Source: an optimization exercise on an open RTL-to-GDS flow (aim: small area, a short achievable clock period and few clock cycles per item). Production flows keep margins and buffers that such runs may drop.
Function was checked by simulation only, so behaviour that the tests miss may differ from the original.

==> v22 <==
Design g96_mixer, start of the top module:
module g96_mixer (
    input  wire         clk,
    input  wire         rst,           
    input  wire         in_valid,
    output wire         in_ready,
    input  wire [63:0]  in_key,
    input  wire [31:0]  in_stream,
    input  wire [7:0]   in_purpose,
    input  wire [63:0]  in_pos,
    input  wire         in_quick,
    output wire         out_valid,
    input  wire         out_ready,
    output wire [127:0] out_block
);
==> module g96_mixer, before the edit <==
module g96_mixer (
    input  wire         clk,
    input  wire         rst,           
    input  wire         in_valid,
    output wire         in_ready,
    input  wire [63:0]  in_key,
    input  wire [31:0]  in_stream,
    input  wire [7:0]   in_purpose,
    input  wire [63:0]  in_pos,
    input  wire         in_quick,
    output wire         out_valid,
    input  wire         out_ready,
    output wire [127:0] out_block
);
    localparam [31:0] KINC0 = 32'hA5C31E6B;
    localparam [31:0] KINC1 = 32'h7F4A9D27;
    reg [31:0]  x0, x1, x2, x3;    
    reg [31:0]  k0, k1;            
    reg [127:0] ob;                
    reg         ofull;             
    reg         run;               
    reg         acc;               
    reg [3:0]   left;              
    wire last = (left == 4'd1);    
    wire load = !run || last;
    assign in_ready  = run && !acc && !ofull;
    assign out_valid = ofull;
    assign out_block = ob;
    wire accept = in_valid && in_ready;
    wire finish = run && last && (acc || accept);    
    wire [31:0] a0 = x0 ^ k0;
    wire [31:0] a2 = x2 ^ k1;
    wire [31:0] t0 = a0 - (a0 << 2) - (a0 << 4) + (a0 << 6) - (a0 << 8) - (a0 << 10) - (a0 << 19) + (a0 << 21) + (a0 << 27) - (a0 << 29);
    wire [31:0] t2 = a2 - (a2 << 4) + (a2 << 7) - (a2 << 9) + (a2 << 14) + (a2 << 17) - (a2 << 19) - (a2 << 21) + (a2 << 23) - (a2 << 26) + (a2 << 29) + (a2 << 31);
    wire [31:0] u1 = x1 + ({t0[18:0], t0[31:19]} ^ t2);
    wire [31:0] u3 = x3 ^ ({t2[12:0], t2[31:13]} + t0);
    always @(posedge clk) begin
        if (rst) begin
            run   <= 1'b0;
            acc   <= 1'b0;
            ofull <= 1'b0;
            left  <= 4'd0;
        end else begin
            if (finish)
                ofull <= 1'b1;
            else if (out_ready)
                ofull <= 1'b0;
            if (load) begin
                run  <= in_valid && !accept;
                acc  <= 1'b0;
                left <= in_quick ? 4'd6 : 4'd10;
            end else begin
                if (accept)
                    acc <= 1'b1;
                left <= left - 4'd1;
            end
        end
    end
    always @(posedge clk) begin
        if (finish)
            ob <= {t0, u3, t2, u1};
    end
    always @(posedge clk) begin
        if (load) begin
            x0 <= in_pos[31:0];
            x1 <= in_pos[63:32];
            x2 <= in_stream;
            x3 <= {in_purpose, 24'd0};
            k0 <= in_key[31:0];
            k1 <= in_key[63:32];
        end else begin
            x0 <= u1;
            x1 <= t2;
            x2 <= u3;
            x3 <= t0;
            k0 <= k0 + KINC0;
            k1 <= k1 + KINC1;
        end
    end
endmodule
export LEC_CHECK = 0
export CAP_MARGIN = 20
export CORE_MARGIN = 2
export CORE_UTILIZATION = 40
export SLEW_MARGIN = 20
create_clock -name core_clock -period 20.0 [get_ports {clk}]
run.sh (not shown) runs the stock make flow with config.mk's settings and CLKGATE_MAP_FILE= SYNTH_SCRIPT=/design/flow/synth_recipe.tcl, a recipe that flattens the netlist after the stock synthesis.
==> v31: changes against v22 <==
--- a/flow/design.v
+++ b/flow/design.v
@@ -24,9 +24,9 @@
     wire last = (left == 4'd1);    
     wire load = !run || last;
-    assign in_ready  = run && !acc && !ofull;
+    assign in_ready  = run && !acc && !ofull && !last;
     assign out_valid = ofull;
     assign out_block = ob;
     wire accept = in_valid && in_ready;
-    wire finish = run && last && (acc || accept);    
+    wire finish = run && last && acc;    
     wire [31:0] a0 = x0 ^ k0;
     wire [31:0] a2 = x2 ^ k1;
@@ -47,5 +47,5 @@
                 ofull <= 1'b0;
             if (load) begin
-                run  <= in_valid && !accept;
+                run  <= in_valid;
                 acc  <= 1'b0;
                 left <= in_quick ? 4'd6 : 4'd10;
==> v24: changes against v22 <==
==> flow/design.v (replaced) <==
module g96_mixer (
    input  wire         clk,
    input  wire         rst,           
    input  wire         in_valid,
    output wire         in_ready,
    input  wire [63:0]  in_key,
    input  wire [31:0]  in_stream,
    input  wire [7:0]   in_purpose,
    input  wire [63:0]  in_pos,
    input  wire         in_quick,
    output wire         out_valid,
    input  wire         out_ready,
    output wire [127:0] out_block
);
    localparam [31:0] M0    = 32'hE817FB2D;
    localparam [31:0] M1    = 32'h9C5A3E71;
    localparam [31:0] KINC0 = 32'hA5C31E6B;
    localparam [31:0] KINC1 = 32'h7F4A9D27;
    reg [31:0] x0, x1, x2, x3;
    reg [31:0] k0, k1;
    reg        busy;         
    reg        done;         
    reg [2:0]  left;         
    assign in_ready  = !busy && (!done || out_ready);
    assign out_valid = done;
    assign out_block = {x3, x2, x1, x0};
    wire accept = in_valid && in_ready;
    wire [31:0] t0a = (x0 ^ k0) * M0;
    wire [31:0] t2a = (x2 ^ k1) * M1;
    wire [31:0] u1a = x1 + ({t0a[18:0], t0a[31:19]} ^ t2a);
    wire [31:0] u3a = x3 ^ ({t2a[12:0], t2a[31:13]} + t0a);
    wire [31:0] k0a = k0 + KINC0;
    wire [31:0] k1a = k1 + KINC1;
    wire [31:0] t0b = (u1a ^ k0a) * M0;
    wire [31:0] t2b = (u3a ^ k1a) * M1;
    wire [31:0] u1b = t2a + ({t0b[18:0], t0b[31:19]} ^ t2b);
    wire [31:0] u3b = t0a ^ ({t2b[12:0], t2b[31:13]} + t0b);
    wire [31:0] k0b = k0a + KINC0;
    wire [31:0] k1b = k1a + KINC1;
    always @(posedge clk) begin
        if (rst) begin
            busy <= 1'b0;
            done <= 1'b0;
            left <= 3'd0;
        end else if (accept) begin
            busy <= 1'b1;
            done <= 1'b0;
            left <= in_quick ? 3'd3 : 3'd5;
        end else if (busy) begin
            left <= left - 3'd1;
            if (left == 3'd1) begin
                busy <= 1'b0;
                done <= 1'b1;
            end
        end else if (done && out_ready) begin
            done <= 1'b0;
        end
    end
    always @(posedge clk) begin
        if (accept) begin
            x0 <= in_pos[31:0];
            x1 <= in_pos[63:32];
            x2 <= in_stream;
            x3 <= {in_purpose, 24'd0};
            k0 <= in_key[31:0];
            k1 <= in_key[63:32];
        end else if (busy) begin
            x0 <= u1b;
            x1 <= t2b;
            x2 <= u3b;
            x3 <= t0b;
            k0 <= k0b;
            k1 <= k1b;
        end
    end
endmodule
==> qor summary <==
| metric | v24 | v22 | v31 |
|---|---|---|---|
| Design area | 59000 um2 | 31500 um2 | 31600 um2 |
| Flip-flop count of the largest register, all copies and words added | - | 128 | 128 |
| CORE AREA | 129000 um2 | 64200 um2 | 64500 um2 |
| CP Depth | 68 | 33 | 31 |
| Delay of the slowest cell on the worst path | 0.65 ns | 0.56 ns | 0.59 ns |
| Worst setup slack for register-to-register paths | 0.65 ns | 10.21 ns | 10.62 ns |
| Clock Skew | 0.0256 ns | 0.0250 ns | 0.0211 ns |
| Final critical delay including setup and external delays | 19.35 ns | 9.79 ns | 9.38 ns |
| Half-perimeter wire length after detailed placement | 174000 um | 71800 um | 68100 um |
| Start point of the critical path | k0[5] | k0[9] | k0[3] |
| Final clock-cell share | 0.00962 | 0.0449 | 0.0440 |
| Count of multi-input gates | 3864 | 1881 | 1873 |
| Clk Latency, worst-skew pair | 0.56 ns | 0.59 ns | 0.57 ns |
| Chip Height | 364 um | 259 um | 259 um |
| Crit share post-route | 0.968 | 0.490 | 0.469 |
| Result of the run | finished clean | finished clean | finished clean |
| Die W | 364 um | 259 um | 259 um |
| Data arrival, critical path | 19.76 ns | 10.11 ns | 9.84 ns |
| Wire length on met3 | 16000 um | 3780 um | 4690 um |
| Dpl cells | 7664 | 3805 | 3798 |
| Termination of the worst setup path | x0[31] | ob[30] | x0[21] |
| Post-cts gate resize count | 15 | 0 | 0 |
| Critical R2R Capture | x0[31] | ob[30] | x0[21] |
Testbench counts of v22, summed over its fixed seeds: cycles 72,392, items 8,000.
Testbench counts of v31, summed over its fixed seeds: cycles 72,392, items 8,000.
Testbench counts of v24, summed over its fixed seeds: cycles 44,196, items 8,000.

[static timing again, ports no longer ideal]
Ports are ideal in the flow. The routed layouts listed here were re-timed in OpenROAD.
Step 1 assumes that a clkbuf_16 drives the clock port and a buf_2 every other input.
Step 2 adds t to the input delays and takes it off the output delays; t is the mean of the earliest and latest rising clock arrival at the registers after step 1. Input paths then give back, and output paths get back, about the clock's delay inside the block.
Three values: ideal ports, drivers, drivers and shift; two values: the first two.
run | t, ns | slack for setup (ns) | worst setup path after step 2 | latest minus earliest clock arrival (ns) | worst data-port slew with drivers (ns)
v22 | 0.642 | 10.207 / 10.207 / 10.207 | register to register | 0.027 / 0.026 | 0.06
v31 | 0.617 | 10.615 / 10.615 / 10.615 | register to register | 0.021 / 0.021 | 0.08
v24 | 0.599 | 0.648 / 0.648 / 0.648 | register to register | 0.025 / 0.026 | 0.09
After both steps setup and hold are still met in every run listed.
